This design comes from an exercise in tuning for small area and a short achievable clock period on the open sky130 flow, not from production work. Where RTL was checked, it was by simulation tests only, not by an equivalence proof against the original. Function not checked in run 6: the RTL went through the layout flow alone. Power is estimated from default activity; no workload was simulated.

--- design/flow/flow/run.sh ---
#!/bin/bash
# Layout: the standard ORFS flow (standard.sh, synth_recipe.tcl) with these
# changes:
# - synthesis maps adders with Yosys's own Brent-Kung carry chain instead of
#   ORFS's Kogge-Stone one (SYNTH_OPERATIONS_ARGS), and leaves them to ABC
#   instead of fixed half/full-adder cells (no ADDER_MAP_FILE); registers and
#   their names are those of the standard synthesis;
# - repair_timing is asked for a setup slack of 27.8 ns at the design's 36 ns
#   clock (an achieved period of about 8.2 ns) instead of the default 1.5 ns;
# - after global route, post_grt.tcl repairs max slew and capacitance again.
# Floorplan, power grid, placement, CTS and routing are otherwise the
# standard flow. Full output in standard.log (ORFS's own logs are under
# orfs/logs).
set -euo pipefail
cd "$(dirname "$0")/.."
bash standard.sh SYNTH_OPERATIONS_ARGS=-noshare ADDER_MAP_FILE= \
  SETUP_SLACK_MARGIN=27.8 POST_GLOBAL_ROUTE_TCL="$PWD/flow/post_grt.tcl" \
  finish > standard.log 2>&1
--- design/flow/flow/post_grt.tcl ---
log_cmd estimate_parasitics -global_routing
log_cmd global_route -start_incremental
log_cmd repair_design -slew_margin 30 -cap_margin 30 -match_cell_footprint -verbose
log_cmd detailed_placement
log_cmd global_route -end_incremental
log_cmd estimate_parasitics -global_routing
write_guides $::env(RESULTS_DIR)/route.guide
--- design/flow/standard.sh ---
#!/bin/bash
# synth_recipe.tcl (not shown) runs the flow's synth.tcl, then flattens the netlist and writes it again
# the make line also repeats each setting of config.mk as NAME=value (left out here)
make -C /OpenROAD-flow-scripts/flow DESIGN_CONFIG=/design/flow/config.mk WORK_HOME=/design/flow/orfs CLKGATE_MAP_FILE= SYNTH_SCRIPT=/design/flow/synth_recipe.tcl "${@:-finish}"
--- design/flow/config.mk ---
export PLATFORM = sky130hd
export DESIGN_NAME = yrc_lane_coder
export DESIGN_NICKNAME = yrc_lane_coder
export VERILOG_FILES = /design/flow/design.v
export SDC_FILE = /design/flow/constraint.sdc
export NUM_CORES = 8
export LEC_CHECK = 0
export CAP_MARGIN = 20
export CORE_MARGIN = 2
export CORE_UTILIZATION = 55
export CTS_CLUSTER_DIAMETER = 80
export CTS_CLUSTER_SIZE = 25
export SETUP_SLACK_MARGIN = 1.5
export SLEW_MARGIN = 20
--- design/flow/constraint.sdc ---
create_clock -name core_clock -period 36.0 [get_ports {clk}]
set_input_delay 7.2000 -clock core_clock [delete_from_list [all_inputs] [get_ports {clk}]]
set_output_delay 7.2000 -clock core_clock [all_outputs]
set_load 0.01 [all_outputs]
--- design/flow/design.v ---
module yrc_lane_coder (
    input             clk,
    input             rst,
    input      [4:0]  cfg_bits,    
    input      [3:0]  cfg_thr,     
    input             in_valid,
    input             in_first,    
    input             in_eol,      
    input             in_plane,    
    input      [15:0] in_x,        
    input      [15:0] in_a,        
    input      [15:0] in_b,        
    input      [15:0] in_c,        
    input      [15:0] in_d,        
    output reg        out_valid,
    output reg [5:0]  out_len,     
    output reg [55:0] out_bits     
);
    localparam NCTX = 82;           
    function [7:0] enc;
        input integer n;
        integer p, r, q1, q2;
        begin
            p = n / 41;
            r = n % 41;
            if (r < 5) begin
                q1 = 0; q2 = r;
            end else begin
                q1 = (r - 5) / 9 + 1;
                q2 = (r - 5) % 9 - 4;
            end
            enc = {p[0], q1[2:0], (q2 < 0) ? 1'b1 : 1'b0, (q2 < 0) ? -q2[2:0] : q2[2:0]};
        end
    endfunction
    function [9:0] satwrap;
        input [15:0] v;
        input [15:0] mx;
        input [15:0] bs;
        reg   [15:0] w;
        begin
            w = (v & mx) | ((|(v & bs)) ? ~mx : 16'd0);
            satwrap = (w[15:8] == {8{w[8]}}) ? {w[8], w[8:0]} : (w[15] ? 10'h300 : 10'h0ff);
        end
    endfunction
    reg        v0, f0, eol0, p0;
    reg [15:0] x0, a0, b0, c0, d0;
    reg [4:0]  cfg_b;
    reg [3:0]  cfg_t;
    always @(posedge clk) begin
        v0    <= rst ? 1'b0 : in_valid;
        f0    <= in_first;
        eol0  <= in_eol;
        p0    <= in_plane;
        x0    <= in_x;
        a0    <= in_a;
        b0    <= in_b;
        c0    <= in_c;
        d0    <= in_d;
        cfg_b <= cfg_bits;
        cfg_t <= cfg_thr;
    end
    wire [16:0] full_c = 17'd1 << cfg_b;
    wire [16:0] maxv_c = full_c - 17'd1;
    wire [15:0] maxv1  = maxv_c[15:0];                
    wire [15:0] bsel1  = 16'd1 << (cfg_b - 5'd1);     
    reg  [4:0]  cfg_b3;
    always @(posedge clk)
        cfg_b3 <= cfg_b;
    wire [16:0] maxv_c3 = (17'd1 << cfg_b3) - 17'd1;
    wire [15:0] maxv   = maxv_c3[15:0];
    wire [15:0] bsel   = 16'd1 << (cfg_b3 - 5'd1);
    wire [31:0] ainit_raw = ({15'd0, full_c} + 32'd32) >> 6;
    wire [31:0] ainit_c   = (ainit_raw < 32'd2) ? 32'd2 : ainit_raw;
    wire [20:0] a_init = ainit_c[20:0];
    wire fresh1 = v0 & f0;
    wire [17:0] t1 = 18'd1 << cfg_t;
    wire [17:0] t2 = t1 << 2;
    wire [17:0] t3 = t1 << 4;
    wire [17:0] m1 = ~(t1 - 18'd1);      
    wire [17:0] m2 = ~(t2 - 18'd1);
    wire [17:0] m3 = ~(t3 - 18'd1);      
    wire signed [16:0] g1  = {1'b0, d0} - {1'b0, b0};      
    wire signed [16:0] dca = {1'b0, c0} - {1'b0, a0};      
    wire signed [16:0] dcb = {1'b0, c0} - {1'b0, b0};      
    wire signed [16:0] dab = {1'b0, a0} - {1'b0, b0};      
    wire        z1  = (g1  == 17'd0);
    wire        zca = (dca == 17'd0);
    wire        zcb = (dcb == 17'd0);
    wire        zab = (dab == 17'd0);
    wire [15:0] dbd = b0 - d0;
    wire [15:0] dac = a0 - c0;
    wire [17:0] g1m = {2'b00, g1[16] ? dbd : g1[15:0]};
    wire [17:0] g2m = {2'b00, dca[16] ? dac : dca[15:0]};
    wire [2:0]  l1 = z1 ? 3'd0 : ((g1m & m1) == 18'd0) ? 3'd1 :
                     ((g1m & m2) == 18'd0) ? 3'd2 : ((g1m & m3) == 18'd0) ? 3'd3 : 3'd4;
    wire [2:0]  l2 = zca ? 3'd0 : ((g2m & m1) == 18'd0) ? 3'd1 :
                     ((g2m & m2) == 18'd0) ? 3'd2 : ((g2m & m3) == 18'd0) ? 3'd3 : 3'd4;
    wire        q1_neg = g1[16] && !z1;
    wire        q2_neg = !dca[16] && !zca;                 
    wire        neg1 = q1_neg || (z1 && q2_neg);
    wire        q2f_neg = !zca && (q2_neg != neg1);
    wire [7:0]  idx1 = {p0, l1, q2f_neg, l2};
    wire        a_lt_b = dab[16];
    wire        c_ge_a = !dca[16];
    wire        c_ge_b = !dcb[16];
    wire        c_le_a = dca[16] | zca;
    wire        c_le_b = dcb[16] | zcb;
    wire        m_min  = c_ge_a & c_ge_b;
    wire        m_max  = c_le_a & c_le_b & !m_min;
    wire        m_a    = m_min ? a_lt_b : m_max ? !a_lt_b : 1'b0;
    wire        m_b    = (m_min | m_max) & !m_a;
    wire [15:0] abc    = b0 - dca[15:0];
    wire [15:0] med1   = m_a ? a0 : m_b ? b0 : abc;
    wire [15:0] zz1  = neg1 ? (med1 - x0) : (x0 - med1);
    wire        med_lt128 = (med1[15:7] == 9'd0);
    wire        hd_lt128  = &(med1[15:7] | ~maxv1[15:7]);
    wire [7:0]  medlo = med_lt128 ? med1[7:0]   : 8'd128;
    wire [7:0]  hdlo  = hd_lt128  ? ~med1[7:0]  : 8'd128;
    wire [6:0]  medhi = med_lt128 ? med1[6:0]   : 7'd127;
    wire [6:0]  hdhi  = hd_lt128  ? ~med1[6:0]  : 7'd127;
    wire [7:0]  lom1  = neg1 ? hdlo : medlo;      
    wire [6:0]  hi1   = neg1 ? medhi : hdhi;
    wire [15:0] eb1   = x0 ^ {16{neg1}};
    wire [9:0]  es_b1 = satwrap(eb1, maxv1, bsel1);
    wire [9:0]  es_a1 = satwrap(eb1 + 16'd1, maxv1, bsel1);
    reg        v3, f3;
    reg [7:0]  idx3;
    wire       we3;
    wire [19:0] new3;
    wire [19:0] cnb_init = {6'd1, 6'd0, 8'd0};
    reg  [19:0] w4;              
    wire        ww4;
    wire [19:0] cnb_wd   = fresh1 ? cnb_init : w4;
    wire [NCTX*20-1:0] cnb_terms;
    wire [NCTX*21-1:0] a_terms;
    reg        v4, we4;
    reg [7:0]  idx4;
    wire [20:0] a_new4;
    wire [20:0] a_wd = f3 & v3 ? a_init : a_new4;
    genvar gi;
    generate
        for (gi = 0; gi < NCTX; gi = gi + 1) begin : g_st
            localparam [7:0] CODE = enc(gi);
            reg  [19:0] cnb;
            reg  [20:0] a;
            wire en_cnb = fresh1 | (ww4 && (idx4 == CODE));
            wire en_a   = (v3 & f3) | (we4 && (idx4 == CODE));
            always @(posedge clk) begin
                if (en_cnb) cnb <= cnb_wd;
                if (en_a)   a   <= a_wd;
            end
            assign cnb_terms[gi*20 +: 20] = (idx1 == CODE) ? cnb : 20'd0;
            assign a_terms[gi*21 +: 21]   = (idx3 == CODE) ? a : 21'd0;
        end
    endgenerate
    reg  [19:0] cnb_rd;
    reg  [20:0] a_rd;
    integer n;
    always @* begin
        cnb_rd = 20'd0;
        a_rd   = 21'd0;
        for (n = 0; n < NCTX; n = n + 1) begin
            cnb_rd = cnb_rd | cnb_terms[n*20 +: 20];
            a_rd   = a_rd | a_terms[n*21 +: 21];
        end
    end
    wire        fwd1 = we3 && (idx3 == idx1);
    wire        fwdw = ww4 && (idx4 == idx1);
    wire [19:0] cnb1 = fresh1 ? cnb_init : fwd1 ? new3 : fwdw ? w4 : cnb_rd;
    reg        eol3, flat3, xa3, neg3;
    reg [15:0] x3, zz3;
    reg [7:0]  lom3;
    reg [9:0]  es_b, es_a;
    reg [6:0]  hi3;
    reg [19:0] cnb3;
    always @(posedge clk) begin
        v3    <= rst ? 1'b0 : v0;
        f3    <= f0;
        eol3  <= eol0;
        flat3 <= zab && zca && z1;
        xa3   <= x0 == a0;
        neg3  <= neg1;
        idx3  <= idx1;
        x3    <= x0;
        zz3   <= zz1;
        lom3  <= lom1;
        es_b  <= es_b1;
        es_a  <= es_a1;
        hi3   <= hi1;
        cnb3  <= cnb1;
    end
    wire fresh3 = v3 & f3;
    reg        run_q;
    reg [4:0]  ri_q;
    reg [14:0] cnt_q;
    reg [15:0] ra_q;
    wire        run_in  = fresh3 ? 1'b0 : run_q;
    wire [4:0]  ri_in   = fresh3 ? 5'd0 : ri_q;
    wire        in_run  = run_in | flat3;
    wire        hit     = in_run && (run_in ? (x3 == ra_q) : xa3);
    wire        interrupt = in_run && !hit;
    wire [14:0] cnt_eff = run_in ? cnt_q : 15'd0;
    wire [3:0]  jr      = ri_in[4:1];
    wire [15:0] run_pow = 16'd1 << jr;
    wire [15:0] cnt_inc = {1'b0, cnt_eff} + 16'd1;
    wire        run_full = (cnt_inc == run_pow);
    reg         run_d;
    reg [14:0]  cnt_d;
    reg [4:0]   ri_d;
    reg [4:0]   run_len;
    reg [14:0]  run_val;
    always @* begin
        run_d   = 1'b0;
        cnt_d   = cnt_eff;
        ri_d    = ri_in;
        run_len = 5'd0;
        run_val = 15'd0;
        if (hit) begin
            if (run_full) begin
                run_len = 5'd1;
                run_val = 15'd1;
                cnt_d   = 15'd0;
                if (ri_in < 5'd31) ri_d = ri_in + 5'd1;
            end else begin
                cnt_d = cnt_inc[14:0];
                if (eol3) begin
                    run_len = 5'd1;
                    run_val = 15'd1;
                end
            end
            run_d = !eol3;
        end else if (interrupt) begin
            run_len = 5'd1 + {1'b0, jr};
            run_val = cnt_eff & (run_pow[14:0] - 15'd1);
            if (ri_in > 5'd0) ri_d = ri_in - 5'd1;
        end
    end
    always @(posedge clk) begin
        if (rst) begin
            run_q <= 1'b0;
            ri_q  <= 5'd0;
            cnt_q <= 15'd0;
            ra_q  <= 16'd0;
        end else if (v3) begin
            run_q <= run_d;
            ri_q  <= ri_d;
            cnt_q <= cnt_d;
            if (!run_in) ra_q <= x3;
        end
    end
    assign we3 = v3 & !hit;
    wire [5:0]        cN  = cnb3[19:14];       
    wire [5:0]        cB6 = cnb3[13:8];        
    wire signed [7:0] cC  = cnb3[7:0];
    wire signed [6:0] cBs = {|cB6, cB6};
    wire              half = (cN == 6'd0);
    wire [6:0]        n2   = half ? 7'd33 : ({1'b0, cN} + 7'd1);
    wire        b8    = (cfg_b3 == 5'd8);
    wire [7:0]  hmask = maxv[15:8];           
    wire [7:0]  hsel  = bsel[15:8];           
    function [2:0] hflags;
        input [7:0] h;
        input [7:0] hm;
        input [7:0] hs;
        begin
            hflags = {h[0], ((h ^ {8{h[0]}}) & hm) == 8'd0, |(h & hs)};
        end
    endfunction
    wire        below = ($signed({cC[7], cC}) + $signed({1'b0, lom3})) < 9'sd0;
    wire        above = cC > $signed({1'b0, hi3});
    wire [15:0] eb    = x3 ^ {16{neg3}};
    wire [15:0] ea    = eb + 16'd1;
    wire [8:0]  l9    = {1'b0, zz3[7:0]} - {1'b0, cC[7:0]};
    wire [7:0]  hz    = zz3[15:8];
    wire [2:0]  fl_m  = hflags(hz - 8'd1, hmask, hsel);
    wire [2:0]  fl_0  = hflags(hz, hmask, hsel);
    wire [2:0]  fl_p  = hflags(hz + 8'd1, hmask, hsel);
    wire [2:0]  fl    = (!cC[7] &  l9[8]) ? fl_m :
                        ( cC[7] & !l9[8]) ? fl_p : fl_0;
    wire [9:0]  es_n  = b8    ? {l9[7], l9[7], l9[7:0]} :
                        fl[1] ? {fl[2], fl[2], l9[7:0]} :
                        (fl[0] ? 10'h300 : 10'h0ff);
    wire signed [9:0] es = below ? es_b : above ? es_a : es_n;
    wire signed [9:0] sbs  = {{3{cBs[6]}}, cBs};
    wire signed [9:0] sn2  = {3'd0, n2};
    wire signed [9:0] th_le  = (half ? -10'sd65  : -sn2)       - sbs;
    wire signed [9:0] th_le2 = (half ? -10'sd131 : -(sn2 <<< 1)) - sbs;
    wire signed [9:0] th_gt  = (half ? 10'sd1    : 10'sd0)     - sbs;
    wire signed [9:0] th_gt2 = (half ? 10'sd67   : sn2)        - sbs;
    wire        le  = es <= th_le;
    wire        le2 = es <= th_le2;
    wire        gt  = es > th_gt;
    wire        gt2 = es > th_gt2;
    wire [6:0]  n2h  = half ? 7'd66 : n2;
    wire [6:0]  k_0  = {cBs[6], cB6};
    wire [6:0]  k_le = k_0 + n2h;
    wire [6:0]  k_gt = k_0 - n2h;
    wire [6:0]  v_0  = es[6:0] + k_0;
    wire [6:0]  v_le = es[6:0] + k_le;
    wire [6:0]  v_gt = es[6:0] + k_gt;
    wire [5:0]  t_0  = half ? v_0[6:1]  : v_0[5:0];
    wire [5:0]  t_le = half ? v_le[6:1] : v_le[5:0];
    wire [5:0]  t_gt = half ? v_gt[6:1] : v_gt[5:0];
    wire [5:0]  t_lo = 6'd1 - n2[5:0];
    wire [5:0]  bs_upd = le ? (le2 ? t_lo : t_le) : gt ? (gt2 ? 6'd0 : t_gt) : t_0;
    wire [7:0]  c_dec = (cC == -8'sd128) ? cC : cC - 8'sd1;
    wire [7:0]  c_inc = (cC ==  8'sd127) ? cC : cC + 8'sd1;
    wire [7:0]  c_upd = le ? c_dec : gt ? c_inc : cC;
    assign new3 = {n2[5:0], bs_upd, c_upd};
    wire [15:0] e0 = below ? eb : above ? ea : (zz3 - {{8{cC[7]}}, cC});
    wire        esg = |(e0 & bsel);
    wire [15:0] e   = (e0 & maxv) | (esg ? ~maxv : 16'd0);
    wire [16:0] mm3 = {e, 1'b0} ^ {17{e[15]}};
    wire        fwd3 = we4 && (idx4 == idx3);
    wire [20:0] a3   = fresh3 ? a_init : fwd3 ? a_new4 : a_rd;
    reg        reg4;
    reg [6:0]  nfull4;
    reg [20:0] a4;
    reg [16:0] m4;
    reg [4:0]  rlen4;
    reg [14:0] rval4;
    wire       half4 = nfull4[6];
    always @(posedge clk) begin
        v4    <= rst ? 1'b0 : v3;
        we4   <= v3 & !hit;
        reg4  <= !hit;
        idx4  <= idx3;
        nfull4 <= {half, cN};
        w4    <= new3;
        a4    <= a3;
        m4    <= mm3;
        rlen4 <= run_len;
        rval4 <= run_val;
    end
    wire [21:0] a_sum  = {1'b0, a4} + {6'd0, m4[16:1]} + {21'd0, m4[0]};
    assign a_new4 = half4 ? a_sum[21:1] : a_sum[20:0];
    assign ww4 = we4 & !fresh3;
    wire [6:0]  nfull = nfull4;
    reg  [20:0] a_above;         
    reg  [20:0] a_msb;           
    reg  [6:0]  a_top;           
    reg         a_stk;           
    reg  [4:0]  a_len;           
    integer i, j;
    always @* begin
        a_above[20] = 1'b0;
        for (i = 19; i >= 0; i = i - 1)
            a_above[i] = a_above[i + 1] | a4[i + 1];
        for (i = 0; i < 21; i = i + 1)
            a_msb[i] = a4[i] & !a_above[i];
        a_top = 7'd0;
        for (j = 0; j < 7; j = j + 1)
            for (i = 6 - j; i < 21; i = i + 1)
                a_top[j] = a_top[j] | (a_msb[i] & a4[i - 6 + j]);
        a_stk = 1'b0;
        for (i = 0; i < 14; i = i + 1)
            a_stk = a_stk | (a4[i] & a_above[i + 6]);
        a_len = 5'd0;
        for (i = 0; i < 21; i = i + 1)
            if (a_msb[i]) a_len = a_len | (i[4:0] + 5'd1);
    end
    wire [2:0]  n_len = nfull[6] ? 3'd7 : nfull[5] ? 3'd6 : nfull[4] ? 3'd5 : nfull[3] ? 3'd4 :
                        nfull[2] ? 3'd3 : nfull[1] ? 3'd2 : 3'd1;
    wire [6:0]  n_top = nfull << (3'd7 - n_len);
    wire        k_fit = {a_top, a_stk} <= {n_top, 1'b0};
    wire signed [6:0] k_raw = $signed({2'b00, a_len}) - $signed({4'b0000, n_len}) +
                              $signed({6'd0, !k_fit});
    wire [4:0]  k4c = (a_len == 5'd0 || k_raw < 7'sd0) ? 5'd0 :
                     (k_raw > 7'sd16) ? 5'd16 : k_raw[4:0];
    reg        v5, reg5;
    reg [16:0] m5;
    reg [4:0]  k5;
    reg [4:0]  rlen5;
    reg [14:0] rval5;
    always @(posedge clk) begin
        v5    <= rst ? 1'b0 : v4;
        reg5  <= reg4;
        m5    <= m4;
        k5    <= k4c;
        rlen5 <= rlen4;
        rval5 <= rval4;
    end
    wire [16:0] mk5    = m5 >> k5;
    wire        escape = (mk5 >= 17'd24);
    wire [16:0] low_mask = (17'd1 << k5) - 17'd1;
    wire [5:0]  rg_len = !reg5 ? 6'd0 :
                         escape ? (6'd24 + {1'b0, cfg_b3}) : (mk5[5:0] + 6'd1 + {1'b0, k5});
    wire [16:0] rg_val = !reg5 ? 17'd0 :
                         escape ? {1'b0, m5[15:0] & maxv}
                                : ((17'd1 << k5) | (m5 & low_mask));
    wire [55:0] code     = ({41'd0, rval5} << rg_len) | {39'd0, rg_val};
    wire [5:0]  code_len = {1'b0, rlen5} + rg_len;
    always @(posedge clk) begin
        out_valid <= v5;
        out_len   <= code_len;
        out_bits  <= code;
    end
endmodule
==> impl_metrics.ini, run 1 <==
[run_status]
status = finished clean

[die]
core_region_area_um2 = 279000
initial_core_util_pct = 55.1
die_area_um2 = 284000
die_y_um = 532
ios = 158
num_rows = 194
die_w_um = 532

[global_route]
antenna_found_initial = 28
first_global_vias = 99500
overflow = 0
grt_pass1_wl_mm = 797
grt.total_usage_pct = 40.1
grt_max_degree = 95

[synthesis]
ys_warn_count = 1
synth.area.mux_share_pct = 0.992
netlist_area_um2 = 154000
synth-compound-area-share_pct = 14.6
synth_edf_count = 3362
ys_types = 92
synth_top_family_by_area = compound AO/OA/AOI/OAI gates
synth_xor_area_share_pct = 2.42
ys_seq_elements = 3797
synth_fa_ha_area_share_pct = 0.753
synthesis.nets = 10900
seq_area_frac_synth_pct = 71.4
synth-main-ff-cell = edfxtp_1
syn_inst = 10900
avgSynthCellArea_um2 = 14.2
synth-simple-area-share_pct = 7.84
synthArstFlopShare_pct = 0

[final_layout]
synthToLayoutAreaGrowth_pct = 10.4
final.fill_count = 21300
post-route-util_pct = 60.9
drive_gt1_share_pct = 12.7
multi_input_area_um2 = 43600
seqCellArea_um2 = 110000
fin_nets = 11100

[cts]
cts_resized = 328
cts_setup_buffers = 1
cts_sinks = 3797
cts_made_buffers = 188
htreeDepth = 4
cts_tree = done
postCtsHoldBufs = 0
clk_latency_ns = 0.97
cts_max_path_buffers = 4
clk_pin_slew_ns = 0.09
root_buffer = clkbuf_16

[place]
io_buffers = 157
hpwl_mm = 357
gp_congestion = 0.998

[power_and_ir_drop]
ir_worst_vdd_v = 0.000192
leakage_uw = 0.0547
powerDensity_nw_per_um2 = 80.5
p_total_uw = 13700

[worst_hold_path]
hp-class = flop to flop

[routing]
via_count = 108000
drc_errors = 0
first_pass_iters = 10
ant_nets = 0
wl_per_cell_um = 39.1
routed_wl_mm = 582
drt-initial-drc-count = 18300
vias_per_cell = 7.23

[sta]
slew_violations = 0
max_slew_margin_pct = 22.5
setup_viol = 0
finalCritPeriodShare_pct = 23.7
tightest_slew_ns = 1.15
setup_tns_ns = 0
finalCriticalPeriod_ns = 8.55
finClkSkew_ns = 0.105
fmax_mhz = 117
hold_violations = 0

[critical_path]
required_ns = 28.80
cp-end-kind = output pin
slowest_delay_ns = 0.34
criticalPathCategory = flop to output pin
startpoint_type = flop
critPathBufInv = 1
worstPathArrival_ns = 1.35
cpMaxStageDelayCell = dfxtp_2
cp_cell_sequence = buf_6
crit_family = flip-flops
crit_fanout = 1

[job]
drv_cap = 0
## cell usage in the layout (no fill, tap or decap), drive strengths merged, types with 26 or more instances in the layout
| cell | instances |
|---|---|
| edfxtp | 3362 |
| nor2b | 87 |
| buf | 570 |
| a222oi | 150 |
| and2 | 80 |
| clkdlybuf4s50 | 94 |
| and3 | 58 |
| a21oi | 336 |
| nand3 | 218 |
| o211ai | 47 |
| clkbuf | 243 |
| maj3 | 113 |
| nand2 | 679 |
| a21o | 29 |
| inv | 154 |
| nor3 | 153 |
| o21ai | 515 |
| a211oi | 66 |
| mux2i | 117 |
| nand4 | 287 |
| o22ai | 65 |
| or2 | 34 |
| xnor2 | 317 |
| nand2b | 91 |
| dfxtp | 435 |
| clkinv | 26 |
| a31oi | 68 |
| or3 | 34 |
| a22oi | 734 |
| nor4 | 69 |
| nor2 | 644 |
| xor2 | 104 |
| a221oi | 382 |
| a22o | 346 |
| o31ai | 44 |
## registers in the layout, indices dropped and copies added (netlist names), 16 cells and up
signal,flops
out_bits,56
x0,16
g_st.cnb,1640
c0,16
b0,16
zz3,16
a0,16
cnb3,20
m4,16
a4,21
d0,16
m5,16
x3,16
g_st.a,1722
ra_q,16
w4,20
## power breakdown
group          internal (uW)  switching, uW  total (uW)  leakage [uW]
Combinational           1240           3190        4430        0.0175
Clock                   1010           1420        2430       0.00266
Sequential              6490            310        6800        0.0346
Total                   8740           4930       13700        0.0547
## final cells by class
| type | count | share of cell area [%] |
|---|---|---|
| diodes | 23 | 0.0339 |
| inverters | 141 | 0.314 |
| well taps | 3724 | 2.75 |
| clock inverters | 43 | 0.305 |
| multi-input cells | 6255 | 25.7 |
| clock buffers | 242 | 2.94 |
| flip-flops and latches | 3797 | 64.7 |
| repair buffers | 665 | 3.28 |
## stage by stage
stage / setup WS [ns] / instances / hold WS (ns) / instance area, um^2
after floorplan: 27.87 / 10900 / 0.310 / 154000
after CTS: 27.38 / 14800 / 0.332 / 169000
after global placement: 26.05 / 14500 / 0.311 / 163000
after detailed placement: 26.06 / 14600 / 0.312 / 163000
final: 27.45 / 14900 / 0.332 / 170000
## routing by layer
metal	GRT usage, %	part of all wire (%)
met5	0	0.022
met1	54.7	36
met2	60.4	44
met4	22.1	7.0
met3	8.66	12
## final timing paths
path / startpoint / end / slack [ns] / cells after the start
hold reg to reg: rval4[8] / rval5[8] / 0.33 / 0
hold / removal: rval4[8] / rval5[8] / 0.33 / 0
setup / recovery: out_bits[0] / out_bits[0] / 27.45 / 1
setup reg to reg: b0[0] / cnb3[6] / 27.74 / 25
## cell usage after synthesis (68+ instances only)
master | number | share of area (%)
nand2b_1 | 91 | 0.37
xnor2_1 | 317 | 1.8
nand2_1 | 677 | 1.7
a22oi_1 | 734 | 3.6
nor2b_1 | 87 | 0.35
nand3_1 | 218 | 0.71
a31oi_1 | 68 | 0.28
a21oi_1 | 334 | 1.1
nor2_1 | 643 | 1.6
a222oi_1 | 150 | 0.98
nor4_1 | 69 | 0.28
clkbuf_1 | 585 | 1.4
mux2i_1 | 116 | 0.76
nor3_1 | 152 | 0.50
a22o_1 | 346 | 2.0
o21ai_0 | 496 | 1.6
xor2_1 | 104 | 0.59
dfxtp_1 | 435 | 5.7
a221oi_1 | 382 | 2.2
maj3_1 | 92 | 0.60
and2_1 | 76 | 0.31
nand4_1 | 287 | 1.2
edfxtp_1 | 3362 | 66
inv_1 | 131 | 0.32
## kinds of logic (layout without fill, tap and decap cells)
group / Yosys count / in the layout
AOI/OAI and AO/OA: 3070 / 3071
xor gates and xnor gates: 422 / 422
adders and majority gates: 113 / 113
buffers and inverters: 801 / 1091
DFF: 3797 / 3797
muxes: 144 / 144
other: 0 / 23
and+or+nand+nor: 2505 / 2505
==> run 2, diff against run 1 <==
==> design/flow/flow/run.sh (replaced) <==
#!/bin/bash
# Layout: the standard ORFS flow (standard.sh, synth_recipe.tcl) with these
# changes:
# - synthesis maps adders with Yosys's own Brent-Kung carry chain instead of
#   ORFS's Kogge-Stone one (SYNTH_OPERATIONS_ARGS), and leaves them to ABC
#   instead of fixed half/full-adder cells (no ADDER_MAP_FILE); registers and
#   their names are those of the standard synthesis;
# - repair_timing is asked for a setup slack of 27.5 ns at the design's 36 ns
#   clock (an achieved period of about 8.5 ns) instead of the default 1.5 ns;
# - after global route, post_grt.tcl repairs max slew and capacitance again.
# Floorplan, power grid, placement, CTS and routing are otherwise the
# standard flow. Full output in standard.log (ORFS's own logs are under
# orfs/logs).
set -euo pipefail
cd "$(dirname "$0")/.."
bash standard.sh SYNTH_OPERATIONS_ARGS=-noshare ADDER_MAP_FILE= \
  SETUP_SLACK_MARGIN=27.5 POST_GLOBAL_ROUTE_TCL="$PWD/flow/post_grt.tcl" \
  finish > standard.log 2>&1
==> run 2 against run 1 <==
Net effect: utilization down 0.062 points; final area is 0.10% lower; critical endpoint is now out_bits[26]; global-route usage is essentially flat; setup slack got worse by 0.025 ns; count of clock-buffer cells in the layout fell by 15; final cell count fell by 0.21%; non-clock buffer count shrank 8; combinational power barely moved; hold slack gained 0.0022 ns; register-to-register slack worse by 0.26 ns; maximum frequency shrank 0.29%.
==> impl_metrics.ini, run 2 <==
[run_status]
status = finished clean

[critical_path]
criticalPathCategory = flop to output pin
startpoint_type = flop
cp_cell_sequence = buf_2
r2r_cells = 25
cpMaxStageDelayCell = dfxtp_1
cp-end-kind = output pin
critPathBufInv = 1
required_ns = 28.80
slowest_delay_ns = 0.33
crit_family = flip-flops
r2r-start = b0[0]
worstPathArrival_ns = 1.37
crit_fanout = 1
reg2reg_slack_ns = 27.48
r2r-end = cnb3[6]

[final_layout]
multi_input_area_um2 = 43400
drive_gt1_share_pct = 12.6
fin_nets = 11100
largest_reg_flops = 1722
final.fill_count = 21300
reg.largest.list = g_st.a (1722), g_st.cnb (1640), out_bits (56)
synthToLayoutAreaGrowth_pct = 10.3
seqCellArea_um2 = 110000
stdcell_count = 14900
largest-register = g_st.a
final_cell_mix = edfxtp_1 (3,362), a22oi_1 (734), nand2_1 (664), nor2_1 (493), buf_4 (471)
final_common_cell = edfxtp_1

[routing]
drc_errors = 0
ant_nets = 0
routed_wl_mm = 582
first_pass_iters = 7
vias_per_cell = 7.23
drt-initial-drc-count = 18800
wl_per_cell_um = 39.2
via_count = 107000

[power_and_ir_drop]
p_int_uw = 8760
powerDensity_nw_per_um2 = 80.7
ir_worst_vdd_v = 0.000229
power.share.combinational_pct = 32.3
seq_power_share_pct = 49.7
leakage_uw = 0.0547
p_clk_share_pct = 18.0
p_sw_share_pct = 36.0
p_sw_uw = 4920

[cts]
htreeDepth = 4
cts_max_path_buffers = 4
clk_pin_slew_ns = 0.09
cts_setup_buffers = 6
cts_tree = done
root_buffer = clkbuf_16
cts_resized = 306
cts_sinks = 3797
clk_latency_ns = 0.95
cts_made_buffers = 190
postCtsHoldBufs = 0

[die]
initial_core_util_pct = 55.1
die_w_um = 532
die_y_um = 532
die_area_um2 = 284000
core_region_area_um2 = 279000
num_rows = 194
ios = 158

[sta]
setup_viol = 0
max_slew_margin_pct = 21.7
tightest_slew_ns = 1.16
finalCritPeriodShare_pct = 23.8
finalCriticalPeriod_ns = 8.57
finClkSkew_ns = 0.0472
slew_violations = 0
setup_tns_ns = 0
fmax_mhz = 117
hold_violations = 0

[place]
hpwl_mm = 355
io_buffers = 157
gp_congestion = 0.971
placed_cells = 14500

[job]
drv_cap = 0

[synthesis]
ys_warn_count = 1
avgSynthCellArea_um2 = 14.2
synth_edf_count = 3362
seq_area_frac_synth_pct = 71.4
ys_types = 92
ys_seq_elements = 3797
synth_top_area_share_pct = 65.7
netlist_area_um2 = 154000
yosys.area.top_type = edfxtp_1
netlist_top_cells_area = edfxtp_1 (66%), dfxtp_1 (5.7%), a22oi_1 (3.6%), a221oi_1 (2.2%), a22o_1 (2.0%)
ys_top_cells_by_count = edfxtp_1 (3,362), a22oi_1 (734), nand2_1 (677)
synth-main-ff-cell = edfxtp_1
syn_inst = 10900
yosysMostFrequentCell = edfxtp_1
synthesis.nets = 10900
synthArstFlopShare_pct = 0

[worst_hold_path]
holdPathStages = 0
hp-class = flop to flop
min_to = eol3
worstHoldStart = eol0

[global_route]
grt_max_degree = 106
grt_pass1_wl_mm = 798
grt.total_usage_pct = 40.1
antenna_found_initial = 25
first_global_vias = 99100
overflow = 0
run 2: power by group through the flow:
stage	Combinational (uW)	Sequential [uW]	Clock [uW]
2_1_floorplan	2720	6820	0
3_3_place_gp	4130	6870	0
3_5_place_dp	4240	6890	0
4_1_cts	4250	6790	2470
6_report	4410	6800	2460
run 2: per-layer routing:
metal / part of all wire (%) / global-route usage [%]
met1: 36 / 54.4
met5: 0.024 / 0
met2: 44 / 60.6
met3: 13 / 8.67
met4: 6.8 / 22.5
run 2: cell type report:
cell class	instances	share of cell area [%]
flip-flops and latches	3797	64.7
repair buffers	657	3.20
inverters	141	0.317
multi-input cells	6254	25.6
well taps	3724	2.75
clock inverters	49	0.385
clock buffers	227	2.97
diodes	10	0.0148
run 2: logic make-up after synthesis:
| group | after synthesis | synth area share [%] |
|---|---|---|
| AOI/OAI and AO/OA | 3070 | 14.6 |
| xor gates and xnor gates | 422 | 2.42 |
| adders and majority gates | 113 | 0.753 |
| buffers and inverters | 801 | 1.97 |
| DFF | 3797 | 71.4 |
| muxes | 144 | 0.992 |
| and+or+nand+nor | 2505 | 7.84 |
run 2: worst max path at each step:
stage / startpoint / to / slack (ns) / depth (start not counted)
final: out_bits[26] / out_bits[26] / 27.43 / 1
after CTS: out_bits[13] / out_bits[13] / 27.37 / 1
after detailed placement: b0[0] / cnb3[6] / 26.32 / 25
after global placement: b0[0] / cnb3[10] / 26.15 / 27
after floorplan: m4[0] / g_st[0].a[16] / 27.74 / 25
run 2: through the flow:
stage | setup slack, ns | area (um^2) | utilization (%) | total power (uW) | hold slack, ns
finish | 27.43 | 169000 | 60.8 | 13700 | 0.334
CTS | 27.37 | 169000 | 60.5 | 13500 | 0.338
detailed placement | 26.32 | 163000 | 58.5 | 11100 | 0.315
global placement | 26.15 | 163000 | 58.5 | 11000 | 0.310
floorplan | 27.74 | 154000 | - | 9540 | 0.310
==> run 3, diff against run 2 <==
--- a/design/flow/design.v
+++ b/design/flow/design.v
@@ -231,7 +231,7 @@
             run_d = !eol3;
         end else if (interrupt) begin
             run_len = 5'd1 + {1'b0, jr};
-            run_val = cnt_eff & (run_pow[14:0] - 15'd1);
+            run_val = cnt_eff;       
             if (ri_in > 5'd0) ri_d = ri_in - 5'd1;
         end
     end
@@ -282,25 +282,20 @@
                         (fl[0] ? 10'h300 : 10'h0ff);
     wire signed [9:0] es = below ? es_b : above ? es_a : es_n;
     wire signed [9:0] sbs  = {{3{cBs[6]}}, cBs};
-    wire signed [9:0] sn2  = {3'd0, n2};
-    wire signed [9:0] th_le  = (half ? -10'sd65  : -sn2)       - sbs;
-    wire signed [9:0] th_le2 = (half ? -10'sd131 : -(sn2 <<< 1)) - sbs;
-    wire signed [9:0] th_gt  = (half ? 10'sd1    : 10'sd0)     - sbs;
-    wire signed [9:0] th_gt2 = (half ? 10'sd67   : sn2)        - sbs;
-    wire        le  = es <= th_le;
-    wire        le2 = es <= th_le2;
-    wire        gt  = es > th_gt;
-    wire        gt2 = es > th_gt2;
-    wire [6:0]  n2h  = half ? 7'd66 : n2;
-    wire [6:0]  k_0  = {cBs[6], cB6};
-    wire [6:0]  k_le = k_0 + n2h;
-    wire [6:0]  k_gt = k_0 - n2h;
-    wire [6:0]  v_0  = es[6:0] + k_0;
-    wire [6:0]  v_le = es[6:0] + k_le;
-    wire [6:0]  v_gt = es[6:0] + k_gt;
-    wire [5:0]  t_0  = half ? v_0[6:1]  : v_0[5:0];
-    wire [5:0]  t_le = half ? v_le[6:1] : v_le[5:0];
-    wire [5:0]  t_gt = half ? v_gt[6:1] : v_gt[5:0];
+    wire signed [9:0] n2h  = half ? 10'sd66  : {3'd0, n2};
+    wire signed [9:0] n2d  = half ? 10'sd131 : {2'd0, n2, 1'b0};
+    wire signed [9:0] s_0  = es + sbs;                   
+    wire signed [9:0] s_le = es + (sbs + n2h);           
+    wire signed [9:0] s_l2 = es + (sbs + n2d);           
+    wire signed [9:0] s_gt = es + (sbs - n2h);           
+    wire        z_le = (s_le[9:1] == 9'd0);
+    wire        le   = s_le[9] | (z_le & (half | !s_le[0]));      
+    wire        le2  = s_l2[9] | (s_l2 == 10'sd0);                
+    wire        gt   = !s_0[9] & ((s_0[9:1] != 9'd0) | (!half & s_0[0]));    
+    wire        gt2  = !s_gt[9] & ((s_gt[9:1] != 9'd0) | (!half & s_gt[0]));  
+    wire [5:0]  t_0  = half ? s_0[6:1]  : s_0[5:0];
+    wire [5:0]  t_le = half ? s_le[6:1] : s_le[5:0];
+    wire [5:0]  t_gt = half ? s_gt[6:1] : s_gt[5:0];
     wire [5:0]  t_lo = 6'd1 - n2[5:0];
     wire [5:0]  bs_upd = le ? (le2 ? t_lo : t_le) : gt ? (gt2 ? 6'd0 : t_gt) : t_0;
     wire [7:0]  c_dec = (cC == -8'sd128) ? cC : cC - 8'sd1;
@@ -386,7 +381,7 @@
     wire [5:0]  rg_len = !reg5 ? 6'd0 :
                          escape ? (6'd24 + {1'b0, cfg_b3}) : (mk5[5:0] + 6'd1 + {1'b0, k5});
     wire [16:0] rg_val = !reg5 ? 17'd0 :
-                         escape ? {1'b0, m5[15:0] & maxv}
+                         escape ? {1'b0, m5[15:0]}      
                                 : ((17'd1 << k5) | (m5 & low_mask));
     wire [55:0] code     = ({41'd0, rval5} << rg_len) | {39'd0, rg_val};
     wire [5:0]  code_len = {1'b0, rlen5} + rg_len;
==> design/flow/flow/run.sh (replaced) <==
#!/bin/bash
# Layout: the standard ORFS flow (standard.sh, synth_recipe.tcl) with these
# changes:
# - synthesis maps adders with Yosys's own Brent-Kung carry chain instead of
#   ORFS's Kogge-Stone one (SYNTH_OPERATIONS_ARGS), and leaves them to ABC
#   instead of fixed half/full-adder cells (no ADDER_MAP_FILE); registers and
#   their names are those of the standard synthesis;
# - the port buffers are buf_1 cells (resized later where timing needs it);
# - CTS clusters 25 sinks within 80 um and inserts no dummy loads;
# - repair_timing is asked for a setup slack of 27.8 ns at the design's 36 ns
#   clock (an achieved period of about 8.2 ns) instead of the default 1.5 ns;
# - after global route, post_grt.tcl repairs max slew and capacitance again.
# Floorplan, power grid, placement and routing are otherwise the standard
# flow. Full output in standard.log (ORFS's own logs are under orfs/logs).
set -euo pipefail
cd "$(dirname "$0")/.."
bash standard.sh SYNTH_OPERATIONS_ARGS=-noshare ADDER_MAP_FILE= \
  BUFFER_PORTS_ARGS="-buffer_cell sky130_fd_sc_hd__buf_1" \
  CTS_ARGS="-sink_clustering_enable -repair_clock_nets -sink_clustering_size 25 -sink_clustering_max_diameter 80 -dont_use_dummy_load" \
  SETUP_SLACK_MARGIN=27.8 POST_GLOBAL_ROUTE_TCL="$PWD/flow/post_grt.tcl" \
  finish > standard.log 2>&1
==> run 3 against run 2 <==
Net effect: still clean; maximum frequency is 0.50% higher; sequential power barely moved; final area decreased by 0.17%; combinational power is 9.1% higher; synthesized area up 0.69%; setup slack better by 0.043 ns; global-route usage up 1.7 points; register-to-register slack better by 0.34 ns; critical endpoint is now out_len[2]; largest cell class unchanged; highest routed layer unchanged.
==> impl_metrics.ini, run 3 <==
[run_status]
status = finished clean

[global_route]
antenna_found_initial = 36
grt_max_degree = 83
overflow = 0
first_global_vias = 101000
grt_pass1_wl_mm = 828
grt.total_usage_pct = 41.8

[cts]
cts_setup_buffers = 6
cts_made_buffers = 188
cts_sinks = 3797
clk_pin_slew_ns = 0.09
cts_max_path_buffers = 4
root_buffer = clkbuf_16
cts_tree = done
clk_latency_ns = 0.97
cts_resized = 101
postCtsHoldBufs = 0
htreeDepth = 4

[synthesis]
synthesis.nets = 11100
synth-main-ff-cell = edfxtp_1
ys_warn_count = 1
synth_edf_count = 3362
netlist_top_cells_area = edfxtp_1 (65%), dfxtp_1 (5.6%), a22oi_1 (3.4%), a221oi_1 (2.2%), a22o_1 (2.0%)
ys_top_cells_by_count = edfxtp_1 (3,362), a22oi_1 (706), nand2_1 (666)
syn_inst = 11000
ys_seq_elements = 3797
netlist_area_um2 = 155000
yosys.area.top_type = edfxtp_1
seq_area_frac_synth_pct = 70.9
ys_types = 89
synth_top_area_share_pct = 65.3
synthArstFlopShare_pct = 0
avgSynthCellArea_um2 = 14.1
yosysMostFrequentCell = edfxtp_1

[routing]
drc_errors = 0
ant_nets = 0
first_pass_iters = 9
drt-initial-drc-count = 20300
via_count = 111000
routed_wl_mm = 610
vias_per_cell = 7.45
wl_per_cell_um = 41.0

[place]
hpwl_mm = 370
gp_congestion = 0.981
io_buffers = 157
pre_cts_ws_ns = 26.36

[critical_path]
crit_fanout = 1
slowest_delay_ns = 0.32
worstPathArrival_ns = 1.33
startpoint_type = flop
criticalPathCategory = flop to output pin
critPathBufInv = 1
crit_family = flip-flops
cpMaxStageDelayCell = dfxtp_1
required_ns = 28.80
cp_cell_sequence = buf_2
cp-end-kind = output pin

[sta]
finalCriticalPeriod_ns = 8.53
finalCritPeriodShare_pct = 23.7
finClkSkew_ns = 0.156
max_slew_margin_pct = 22.0
fmax_mhz = 117
setup_viol = 0
tightest_slew_ns = 1.16
finalWorstSetupSlack_ns = 27.47
hold_violations = 0
holdWs_ns = 0.271
setup_tns_ns = 0
slew_violations = 0

[power_and_ir_drop]
p_sw_uw = 5180
p_sw_share_pct = 37.2
p_clk_share_pct = 16.3
powerDensity_nw_per_um2 = 82.2
seq_power_share_pct = 49.1
p_int_uw = 8720
p_total_uw = 13900
power.share.combinational_pct = 34.6
leakage_uw = 0.0545
ir_worst_vdd_v = 0.000138

[die]
die_area_um2 = 285000
die_y_um = 534
num_rows = 194
ios = 158
die_w_um = 534
core_region_area_um2 = 280000
initial_core_util_pct = 55.3

[final_layout]
largest_reg_flops = 1722
final_cell_mix = edfxtp_1 (3,362), a22oi_1 (706), nand2_1 (655), nor2_1 (507), buf_4 (488)
multi_input_area_um2 = 44500
post-route-util_pct = 60.5
seqCellArea_um2 = 110000
drive_gt1_share_pct = 12.2
final_common_cell = edfxtp_1
reg.largest.list = g_st.a (1722), g_st.cnb (1640), out_bits (56)
fin_nets = 11300
synthToLayoutAreaGrowth_pct = 9.38
largest-register = g_st.a
final.fill_count = 21300

[job]
drv_cap = 0

[worst_hold_path]
hp-class = flop to flop
-- run 3: kinds of logic (layout without fill, tap and decap cells) --
group	Yosys count	after routing	share of synthesized area, %
other cells	0	16	0
buf+inv	826	993	2.01
simple gates	2560	2560	8.07
mux	178	178	1.20
xor+xnor	400	400	2.27
flops	3797	3797	70.9
fa+ha+maj	83	83	0.549
compound gates	3144	3144	15.0
-- run 3: final cells by class --
cell class	count	share of cell area [%]
diodes	16	0.0237
clock buffers	188	2.78
inverters	128	0.284
multi-input cells	6365	26.3
flip-flops and latches	3797	64.9
well taps	3724	2.75
repair buffers	677	2.98
-- run 3: final timing paths --
path,cells past startpoint,start,slack [ns],to
hold reg to reg,0,rval4[0],0.27,rval5[0]
setup reg to reg,24,c0[9],27.82,cnb3[2]
hold / removal,0,rval4[0],0.27,rval5[0]
setup / recovery,1,out_len[2],27.47,out_len[2]
-- run 3: routing by layer --
layer	global-route usage (%)	routed length, um	up-vias
met5	0	203	-
met4	18.9	34400	32
met3	13.9	96300	1631
met2	60.5	260000	9436
met1	57.5	219000	55700
li1	-	-	44200
-- run 3: stage by stage --
stage | instances | area (um^2)
after floorplan | 11000 | 155000
after global placement | 14700 | 163000
after detailed placement | 14700 | 163000
after CTS | 14900 | 168000
final | 14900 | 169000
-- run 3: power groups by stage --
stage | Combinational [uW] | Clock [uW] | Sequential [uW]
after floorplan | 2930 | 0 | 6820
after detailed placement | 4570 | 0 | 6910
after global placement | 4460 | 0 | 6880
final | 4810 | 2270 | 6820
after CTS | 4590 | 2270 | 6810
==> run 4, diff against run 3 <==
--- a/design/flow/config.mk
+++ b/design/flow/config.mk
@@ -7,7 +7,7 @@
 export LEC_CHECK = 0
 export CAP_MARGIN = 20
 export CORE_MARGIN = 2
-export CORE_UTILIZATION = 55
+export CORE_UTILIZATION = 62
 export CTS_CLUSTER_DIAMETER = 80
 export CTS_CLUSTER_SIZE = 25
 export SETUP_SLACK_MARGIN = 1.5
==> run 4 against run 3 <==
Net effect: still clean; hold slack gained 0.056 ns; clock power decreased by 3%; wire length down 3.8%; critical endpoint is now out_len[1]; largest cell class unchanged.
==> impl_metrics.ini, run 4 <==
[power_and_ir_drop]
leakage_uw = 0.0543
p_sw_uw = 5150
p_int_uw = 8690
ir_worst_vdd_v = 0.000156
p_clk_share_pct = 15.9
seq_power_share_pct = 49.3
p_total_uw = 13800
power.share.combinational_pct = 34.8
p_sw_share_pct = 37.2
powerDensity_nw_per_um2 = 82.1

[routing]
ant_nets = 0
wl_per_cell_um = 40.5
vias_per_cell = 7.73
routed_wl_mm = 587
drt-initial-drc-count = 22200
drc_errors = 0
via_count = 112000
first_pass_iters = 10

[sta]
fmax_mhz = 118
setup_tns_ns = 0
finalCriticalPeriod_ns = 8.51
finalCritPeriodShare_pct = 23.6
setup_viol = 0
max_slew_margin_pct = 13.8
hold_violations = 0
slew_violations = 0
finClkSkew_ns = 0.168
tightest_slew_ns = 1.29

[final_layout]
final_cell_mix = edfxtp_1 (3,362), a22oi_1 (706), nand2_1 (655), nor2_1 (505), buf_4 (474)
final.fill_count = 17100
fin_nets = 11200
drive_gt1_share_pct = 12.2
synthToLayoutAreaGrowth_pct = 8.93
largest_reg_flops = 1722
final_common_cell = edfxtp_1
reg.largest.list = g_st.a (1722), g_st.cnb (1640), out_bits (56)
largest-register = g_st.a

[die]
ios = 158
initial_core_util_pct = 62.3
core_region_area_um2 = 248000
num_rows = 183
die_w_um = 503
die_y_um = 503
die_area_um2 = 253000

[synthesis]
ys_seq_elements = 3797
yosys.area.top_type = edfxtp_1
yosysMostFrequentCell = edfxtp_1
syn_inst = 11000
ys_top_cells_by_count = edfxtp_1 (3,362), a22oi_1 (706), nand2_1 (666)
synth-main-ff-cell = edfxtp_1
avgSynthCellArea_um2 = 14.1
seq_area_frac_synth_pct = 70.9
ys_types = 89
ys_warn_count = 1
synth_top_area_share_pct = 65.3
synth_edf_count = 3362
netlist_top_cells_area = edfxtp_1 (65%), dfxtp_1 (5.6%), a22oi_1 (3.4%), a221oi_1 (2.2%), a22o_1 (2.0%)
synthArstFlopShare_pct = 0
synthesis.nets = 11100
netlist_area_um2 = 155000

[cts]
cts_resized = 107
htreeDepth = 4
root_buffer = clkbuf_16
cts_sinks = 3797
clk_latency_ns = 0.96
clk_pin_slew_ns = 0.09
postCtsHoldBufs = 0
cts_max_path_buffers = 3
cts_made_buffers = 182
cts_setup_buffers = 4
cts_tree = done

[global_route]
grt.total_usage_pct = 45.5
top_usage_layer = met2
grtUsageMet2_pct = 64.8
grt_pass1_wl_mm = 800
first_global_vias = 102000
use_met3_pct = 18.7
grt_max_degree = 83
overflow = 0
met1_usage_pct = 60.6
antenna_found_initial = 42

[critical_path]
criticalPathCategory = flop to output pin
cp_cell_sequence = buf_6
r2r-end = cnb3[12]
crit_family = flip-flops
cp-endpoint = out_len[1]
startpoint_type = flop
crit_fanout = 1
cpMaxStageDelayCell = dfxtp_2
r2r_cells = 25
critPathBufInv = 1
cp-end-kind = output pin
slowest_delay_ns = 0.33
required_ns = 28.80
worstPathArrival_ns = 1.31
r2r-start = b0[2]
crit_start = out_len[1]
reg2reg_slack_ns = 27.73
cp.depth = 1

[place]
gp_congestion = 1.03
hpwl_mm = 355
io_buffers = 157

[run_status]
status = finished clean

[job]
drv_cap = 0

[worst_hold_path]
hp-class = flop to flop
run 4: stage by stage:
| step | utilization (%) | hold WS (ns) | worst slack, ns | instance area, um^2 | instances |
|---|---|---|---|---|---|
| floorplan | - | 0.310 | 27.93 | 155000 | 11000 |
| global placement | 65.4 | 0.310 | 27.23 | 163000 | 14200 |
| detailed placement | 65.5 | 0.312 | 27.16 | 163000 | 14300 |
| CTS | 67.4 | 0.331 | 27.47 | 168000 | 14400 |
| finish | 67.8 | 0.328 | 27.49 | 168000 | 14500 |
run 4: final cells by class:
| class | count | area, um^2 | area share (%) |
|---|---|---|---|
| sequential | 3797 | 110000 | 65.1 |
| multi-input combinational | 6365 | 44500 | 26.4 |
| timing repair buffer | 662 | 4990 | 2.96 |
| clock buffer | 182 | 4550 | 2.70 |
| tap | 3330 | 4170 | 2.47 |
| inverter | 128 | 480 | 0.285 |
| antenna | 22 | 55.1 | 0.0327 |
run 4: power by group through the flow:
| stage | Clock [uW] | Combinational, uW | Sequential [uW] |
|---|---|---|---|
| 3_5_place_dp | 0 | 4510 | 6900 |
| 3_3_place_gp | 0 | 4380 | 6870 |
| 2_1_floorplan | 0 | 2930 | 6820 |
| 4_1_cts | 2180 | 4530 | 6800 |
| 6_report | 2200 | 4810 | 6820 |
run 4: cell families (layout without fill, tap and decap cells):
| family | count (synthesis) | in the layout | share of synthesized area [%] |
|---|---|---|---|
| DFF | 3797 | 3797 | 70.9 |
| AOI/OAI and AO/OA | 3144 | 3144 | 15.0 |
| and+or+nand+nor | 2560 | 2560 | 8.07 |
| buffers and inverters | 826 | 972 | 2.01 |
| xor gates and xnor gates | 400 | 400 | 2.27 |
| muxes | 178 | 178 | 1.20 |
| adders and majority gates | 83 | 83 | 0.549 |
| other | 0 | 22 | 0 |
run 4: worst min-delay path by stage:
stage / start / endpoint / slack (ns) / cells past startpoint
floorplan: eol0 / eol3 / 0.31 / 0
CTS: v5 / out_valid / 0.33 / 0
global placement: v5 / out_valid / 0.31 / 0
finish: v5 / out_valid / 0.33 / 0
detailed placement: reg4 / reg5 / 0.31 / 0
run 4: metal layers:
metal	share of wire, %	wire length (um)
met1	34	198000
met2	42	246000
met5	0.078	457
met4	6.4	37300
met3	18	105000
==> run 5, diff against run 4 <==
==> design/flow/flow/post_grt.tcl (replaced) <==
log_cmd estimate_parasitics -global_routing
log_cmd global_route -start_incremental
log_cmd repair_design -slew_margin 15 -cap_margin 15 -match_cell_footprint -verbose
log_cmd detailed_placement
log_cmd global_route -end_incremental
log_cmd estimate_parasitics -global_routing
write_guides $::env(RESULTS_DIR)/route.guide
==> design/flow/config.mk (replaced) <==
export PLATFORM = sky130hd
export DESIGN_NAME = yrc_lane_coder
export DESIGN_NICKNAME = yrc_lane_coder
export VERILOG_FILES = /design/flow/design.v
export SDC_FILE = /design/flow/constraint.sdc
export NUM_CORES = 8
export LEC_CHECK = 0
export CAP_MARGIN = 0
export CORE_MARGIN = 2
export CORE_UTILIZATION = 55
export CTS_CLUSTER_DIAMETER = 80
export CTS_CLUSTER_SIZE = 25
export SETUP_SLACK_MARGIN = 1.5
export SLEW_MARGIN = 0
==> run 5 against run 4 <==
Net effect: synthesized area unchanged; combinational power decreased by 1%; non-clock buffer count decreased by 11; sequential power about the same; die area increased by 13%; final cell count increased by 2.6%; register-to-register slack improved by 0.07 ns; count of clock-buffer cells in the layout increased by 4; power about the same; final area about the same; still clean on timing, DRC and antenna; utilization decreased by 7.5 points; synthesized cell count unchanged.
==> impl_metrics.ini, run 5 <==
[critical_path]
critPathBufInv = 1
crit_family = flip-flops
slowest_delay_ns = 0.34
startpoint_type = flop
crit_start = out_bits[36]
r2r-start = a0[11]
r2r-end = zz3[15]
cp-endpoint = out_bits[36]
cp.depth = 1
required_ns = 28.80
reg2reg_slack_ns = 27.80
cp-end-kind = output pin
cp_cell_sequence = buf_6
worstPathArrival_ns = 1.32
crit_fanout = 1
r2r_cells = 22
cpMaxStageDelayCell = dfxtp_2
criticalPathCategory = flop to output pin

[final_layout]
drive_gt1_share_pct = 11.9
largest_reg_flops = 1722
stdcell_area_um2 = 169000
final_cell_mix = edfxtp_1 (3,362), a22oi_1 (706), nand2_1 (656), nor2_1 (507), buf_4 (492)
largest-register = g_st.a
final_common_cell = edfxtp_1
reg.largest.list = g_st.a (1722), g_st.cnb (1640), out_bits (56)
fin_nets = 11200
synthToLayoutAreaGrowth_pct = 8.96
final.fill_count = 21400

[worst_hold_path]
hp-class = flop to flop
worstHoldStart = reg4

[synthesis]
ys_seq_elements = 3797
synth-main-ff-cell = edfxtp_1
ys_types = 89
ys_top_cells_by_count = edfxtp_1 (3,362), a22oi_1 (706), nand2_1 (666)
avgSynthCellArea_um2 = 14.1
syn_inst = 11000
yosys.area.top_type = edfxtp_1
synth_edf_count = 3362
synthesis.nets = 11100
synthArstFlopShare_pct = 0
ys_warn_count = 1
yosysMostFrequentCell = edfxtp_1
synth_top_area_share_pct = 65.3
netlist_area_um2 = 155000
netlist_top_cells_area = edfxtp_1 (65%), dfxtp_1 (5.6%), a22oi_1 (3.4%), a221oi_1 (2.2%), a22o_1 (2.0%)
seq_area_frac_synth_pct = 70.9

[sta]
max_slew_margin_pct = 7.82
finalCritPeriodShare_pct = 23.7
fmax_mhz = 117
setup_tns_ns = 0
finalCriticalPeriod_ns = 8.52
slew_violations = 0
finClkSkew_ns = 0.168
setup_viol = 0
hold_violations = 0
tightest_slew_ns = 1.37

[die]
ios = 158
core_region_area_um2 = 280000
die_y_um = 534
num_rows = 194
die_area_um2 = 285000
die_w_um = 534
initial_core_util_pct = 55.3

[place]
postPlaceCellArea_um2 = 163000
io_buffers = 157
hpwl_mm = 370
gp_congestion = 0.981

[run_status]
status = finished clean

[routing]
first_pass_iters = 7
vias_per_cell = 7.43
ant_nets = 0
routed_wl_mm = 609
wl_per_cell_um = 41.0
via_count = 110000
drt-initial-drc-count = 20700
drc_errors = 0

[cts]
postCtsHoldBufs = 0
clk_pin_slew_ns = 0.09
clk_latency_ns = 0.97
cts_tree = done
cts_max_path_buffers = 4
cts_sinks = 3797
root_buffer = clkbuf_16
cts_setup_buffers = 3
cts_made_buffers = 186
htreeDepth = 4
cts_resized = 105

[power_and_ir_drop]
ir_worst_vdd_v = 0.000139
powerDensity_nw_per_um2 = 82.1
leakage_uw = 0.0542

[global_route]
grt_max_degree = 83
antenna_found_initial = 35
grt_pass1_wl_mm = 827
grt.total_usage_pct = 41.8
overflow = 0
first_global_vias = 101000

[job]
drv_cap = 0
==> run 5: cell counts after synthesis <==
No cell type changed its count.
==> run 5: worst reg2reg max path: stages (launching register included) <==
cell       delay (ns)
dfxtp_1          0.67
xor2_1           0.25
nor4_2           0.60
nand3_1          0.19
a21o_1           0.27
a2111oi_0        0.66
nor3_1           0.19
nand4_1          0.20
o21a_1           0.59
o31ai_2          0.32
a221oi_1         0.71
buf_4            0.32
xnor2_1          0.18
nor2_1           0.11
and3_1           0.19
a221o_1          0.39
maj3_1           0.39
maj3_1           0.38
maj3_1           0.39
maj3_1           0.38
nand3_1          0.10
nand3_1          0.13
xnor2_1          0.42
==> run 5: metal layers <==
layer	track usage [%]	vias to the layer above	part of all wire (%)
li1	-	44100	-
met1	57.6	55400	36
met2	60.3	9331	42
met3	13.5	1666	16
met4	19.5	26	6.0
met5	0	-	0.027
==> run 5: stage by stage <==
stage / setup slack, ns / hold slack [ns] / utilization [%] / cells / total power (uW)
after global placement: 26.12 / 0.310 / 58.4 / 14700 / 11300
after CTS: 27.42 / 0.333 / 60.1 / 14800 / 13600
final: 27.48 / 0.332 / 60.3 / 14900 / 13800
after detailed placement: 26.13 / 0.312 / 58.4 / 14700 / 11500
after floorplan: 27.93 / 0.310 / - / 11000 / 9750
==> run 5: report_power, final <==
group          internal (uW)  switching, uW  total (uW)  leakage [uW]
clock network            923           1330        2260       0.00229
logic                   1270           3490        4760        0.0173
registers               6500            330        6830        0.0346
==> run 5: area by class of cell <==
cell class	instances	area (um^2)	area share (%)
inverters	128	480	0.285
clock buffers	186	4650	2.76
flip-flops and latches	3797	110000	65.1
well taps	3724	4660	2.76
diodes	14	35.0	0.0208
repair buffers	651	4550	2.70
multi-input cells	6365	44400	26.4
==> run 5: cells by family after synthesis <==
family	after synthesis	synth area share, %
fa+ha+maj	83	0.549
simple gates	2560	8.07
compound gates	3144	15.0
mux	178	1.20
xor+xnor	400	2.27
buf+inv	826	2.01
flops	3797	70.9
==> run 5: worst min path at each step <==
| stage | endpoint | slack [ns] | depth (start not counted) |
|---|---|---|---|
| floorplan | eol3 | 0.31 | 0 |
| global placement | out_valid | 0.31 | 0 |
| detailed placement | rlen5[4] | 0.31 | 0 |
| CTS | reg5 | 0.33 | 0 |
| finish | reg5 | 0.33 | 0 |
==> run 6, diff against run 5 <==
--- a/design/flow/design.v
+++ b/design/flow/design.v
@@ -269,7 +269,6 @@
     wire        below = ($signed({cC[7], cC}) + $signed({1'b0, lom3})) < 9'sd0;
     wire        above = cC > $signed({1'b0, hi3});
     wire [15:0] eb    = x3 ^ {16{neg3}};
-    wire [15:0] ea    = eb + 16'd1;
     wire [8:0]  l9    = {1'b0, zz3[7:0]} - {1'b0, cC[7:0]};
     wire [7:0]  hz    = zz3[15:8];
     wire [2:0]  fl_m  = hflags(hz - 8'd1, hmask, hsel);
@@ -302,7 +301,9 @@
     wire [7:0]  c_inc = (cC ==  8'sd127) ? cC : cC + 8'sd1;
     wire [7:0]  c_upd = le ? c_dec : gt ? c_inc : cC;
     assign new3 = {n2[5:0], bs_upd, c_upd};
-    wire [15:0] e0 = below ? eb : above ? ea : (zz3 - {{8{cC[7]}}, cC});
+    wire        clamp = below | above;
+    wire [8:0]  ncc   = -{cC[7], cC};
+    wire [15:0] e0 = (clamp ? eb : zz3) + (clamp ? {15'd0, above} : {{7{ncc[8]}}, ncc});
     wire        esg = |(e0 & bsel);
     wire [15:0] e   = (e0 & maxv) | (esg ? ~maxv : 16'd0);
     wire [16:0] mm3 = {e, 1'b0} ^ {17{e[15]}};
--- a/design/flow/config.mk
+++ b/design/flow/config.mk
@@ -7,7 +7,7 @@
 export LEC_CHECK = 0
 export CAP_MARGIN = 0
 export CORE_MARGIN = 2
-export CORE_UTILIZATION = 55
+export CORE_UTILIZATION = 60
 export CTS_CLUSTER_DIAMETER = 80
 export CTS_CLUSTER_SIZE = 25
 export SETUP_SLACK_MARGIN = 1.5
==> run 6 against run 5 <==
Net effect: count of clock-buffer cells in the layout grew 9; final cell count is 1.4% lower; critical path type unchanged; utilization up 5.0 points; sequential cell count stayed put; synthesized area is 0.69% higher; via count up 0.40%; hold slack got worse by 0.0075 ns; synthesized cell count increased by 0.86%; global-route usage increased by 2.1 points; non-clock buffer count shrank 28; critical endpoint is now out_bits[38].
==> impl_metrics.ini, run 6 <==
[sta]
setup_tns_ns = 0
max_slew_margin_pct = 4.59
fmax_mhz = 117
setup_viol = 0
tightest_slew_ns = 1.42
finalCriticalPeriod_ns = 8.55
finClkSkew_ns = 0.181
finalCritPeriodShare_pct = 23.7
finalWorstSetupSlack_ns = 27.45
slew_violations = 0
hold_violations = 0

[place]
hpwl_mm = 360
pre_cts_ws_ns = 26.92
placed_cells = 14400
gp_congestion = 1.02
io_buffers = 157

[worst_hold_path]
hp-class = flop to flop

[critical_path]
cp-end-kind = output pin
slowest_delay_ns = 0.34
required_ns = 28.80
critPathBufInv = 1
cp.depth = 1
worstPathArrival_ns = 1.35
crit_fanout = 1
crit_start = out_bits[38]
cpMaxStageDelayCell = dfxtp_2
cp-endpoint = out_bits[38]
crit_family = flip-flops
reg2reg_slack_ns = 27.74
criticalPathCategory = flop to output pin
r2r_cells = 26
r2r-end = cnb3[18]
r2r-start = b0[1]
startpoint_type = flop
cp_cell_sequence = buf_6

[final_layout]
reg.largest.list = g_st.a (1722), g_st.cnb (1640), out_bits (56)
final.fill_count = 18500
fin_nets = 11300
stdcell_count = 14700
largest_reg_flops = 1722
synthToLayoutAreaGrowth_pct = 8.38
largest-register = g_st.a
drive_gt1_share_pct = 12.1
final_common_cell = edfxtp_1
final_cell_mix = edfxtp_1 (3,362), nand2_1 (680), a22oi_1 (604), nor2_1 (546), buf_4 (457)

[global_route]
grt_max_degree = 103
grt.total_usage_pct = 43.8
antenna_found_initial = 35
first_global_vias = 103000
grt_pass1_wl_mm = 807
overflow = 0

[synthesis]
syn_inst = 11100
ys_top_cells_by_count = edfxtp_1 (3,362), nand2_1 (691), nor2_1 (677)
ys_seq_elements = 3797
synth_edf_count = 3362
netlist_top_cells_area = edfxtp_1 (65%), dfxtp_1 (5.6%), a22oi_1 (2.9%), a221oi_1 (2.4%), a22o_1 (2.1%)
avgSynthCellArea_um2 = 14.1
netlist_area_um2 = 156000
seq_area_frac_synth_pct = 70.4
synthArstFlopShare_pct = 0
synth_top_area_share_pct = 64.8
synthesis.nets = 11200
synth-main-ff-cell = edfxtp_1
ys_types = 127
yosys.area.top_type = edfxtp_1
yosysMostFrequentCell = edfxtp_1
ys_warn_count = 1

[routing]
wl_per_cell_um = 40.2
via_count = 111000
ant_nets = 0
routed_wl_mm = 590
drt-initial-drc-count = 20600
vias_per_cell = 7.57
drc_errors = 0
first_pass_iters = 9

[cts]
clk_pin_slew_ns = 0.09
cts_setup_buffers = 1
cts_resized = 107
htreeDepth = 4
cts_sinks = 3797
postCtsHoldBufs = 0
cts_max_path_buffers = 4
clk_latency_ns = 0.96
root_buffer = clkbuf_16
cts_made_buffers = 195
cts_tree = done

[job]
drv_cap = 0

[die]
ios = 158
core_region_area_um2 = 259000
die_w_um = 513
die_y_um = 513
die_area_um2 = 264000
num_rows = 187
initial_core_util_pct = 60.2

[power_and_ir_drop]
p_total_uw = 13500
powerDensity_nw_per_um2 = 80.2
ir_worst_vdd_v = 0.000152
leakage_uw = 0.0547

[run_status]
status = finished clean
-- run 6: how the worst min path moves through the flow --
stage | from | end | slack (ns) | cells after the start
after floorplan | eol0 | eol3 | 0.31 | 0
after global placement | rlen4[2] | rlen5[2] | 0.31 | 0
after detailed placement | rval4[3] | rval5[3] | 0.31 | 0
after CTS | rval4[11] | rval5[11] | 0.32 | 0
final | rval4[11] | rval5[11] | 0.32 | 0
-- run 6: power breakdown --
group	switching (uW)	total, uW	internal [uW]
logic	3280	4500	1220
clock network	1340	2300	964
registers	318	6740	6420
-- run 6: through the flow --
stage	utilization, %	cell area (um^2)	hold slack [ns]
global placement	63.1	163000	0.312
finish	65.2	169000	0.325
floorplan	-	156000	0.310
CTS	65.0	168000	0.323
detailed placement	63.1	163000	0.312
-- run 6: final cells by class --
| class | instances | area, um^2 | share of cell area, % |
|---|---|---|---|
| diodes | 10 | 25.0 | 0.0148 |
| multi-input cells | 6483 | 45000 | 26.7 |
| repair buffers | 623 | 4350 | 2.58 |
| well taps | 3402 | 4260 | 2.52 |
| clock buffers | 195 | 4880 | 2.89 |
| inverters | 149 | 567 | 0.336 |
| flip-flops and latches | 3797 | 110000 | 65.0 |
-- run 6: kinds of logic (layout without fill, tap and decap cells) --
group                    count (synthesis)  after routing  synth area share [%]
flip-flops                            3797           3797                  70.4
AO/OA/AOI/OAI                         3187           3187                  15.3
AND/OR/NAND/NOR                       2647           2648                  8.31
buffers and inverters                  803            967                  2.05
XOR/XNOR                               389            389                  2.21
multiplexers                           182            182                  1.20
adder cells (fa/ha/maj)                 77             77                 0.505
other                                    0             10                     0
-- run 6: metal layers --
metal  track usage [%]  vias up  share of wire, %
met4              28.3       18               8.3
li1                  -    44400                 -
met2              64.9     9778                43
met1              57.7    54600                34
met3              11.5     2083                15
met5            0.0183        -             0.020

[port drivers added, routing unchanged]
In the flow no input, the clock included, has a driving cell. The finished layouts below were timed again as built, in two steps.
Step 1 assumes that a clkbuf_16 drives the clock port and a buf_2 every other input.
Step 2 adds t to the input delays and takes it off the output delays; t is the mean of the earliest and latest rising clock arrival at the registers after step 1. Input paths then give back, and output paths get back, about the clock's delay inside the block.
Three values: no drivers, after step 1, after step 2; two values: the first two.
| run | shift t [ns] | setup slack, ns | slew at the worst register clock pin (ns) |
|---|---|---|---|
| run 1 | 1.021 | 27.454 / 27.347 / 27.633 | 0.11 / 0.11 |
| run 2 | 1.039 | 27.430 / 27.307 / 27.476 | 0.11 / 0.11 |
| run 3 | 0.996 | 27.473 / 27.371 / 27.819 | 0.11 / 0.11 |
| run 4 | 0.952 | 27.490 / 27.403 / 27.730 | 0.10 / 0.10 |
| run 5 | 0.991 | 27.476 / 27.371 / 27.693 | 0.11 / 0.11 |
| run 6 | 0.976 | 27.452 / 27.344 / 27.736 | 0.11 / 0.11 |
After both steps setup and hold are still met in every run listed.
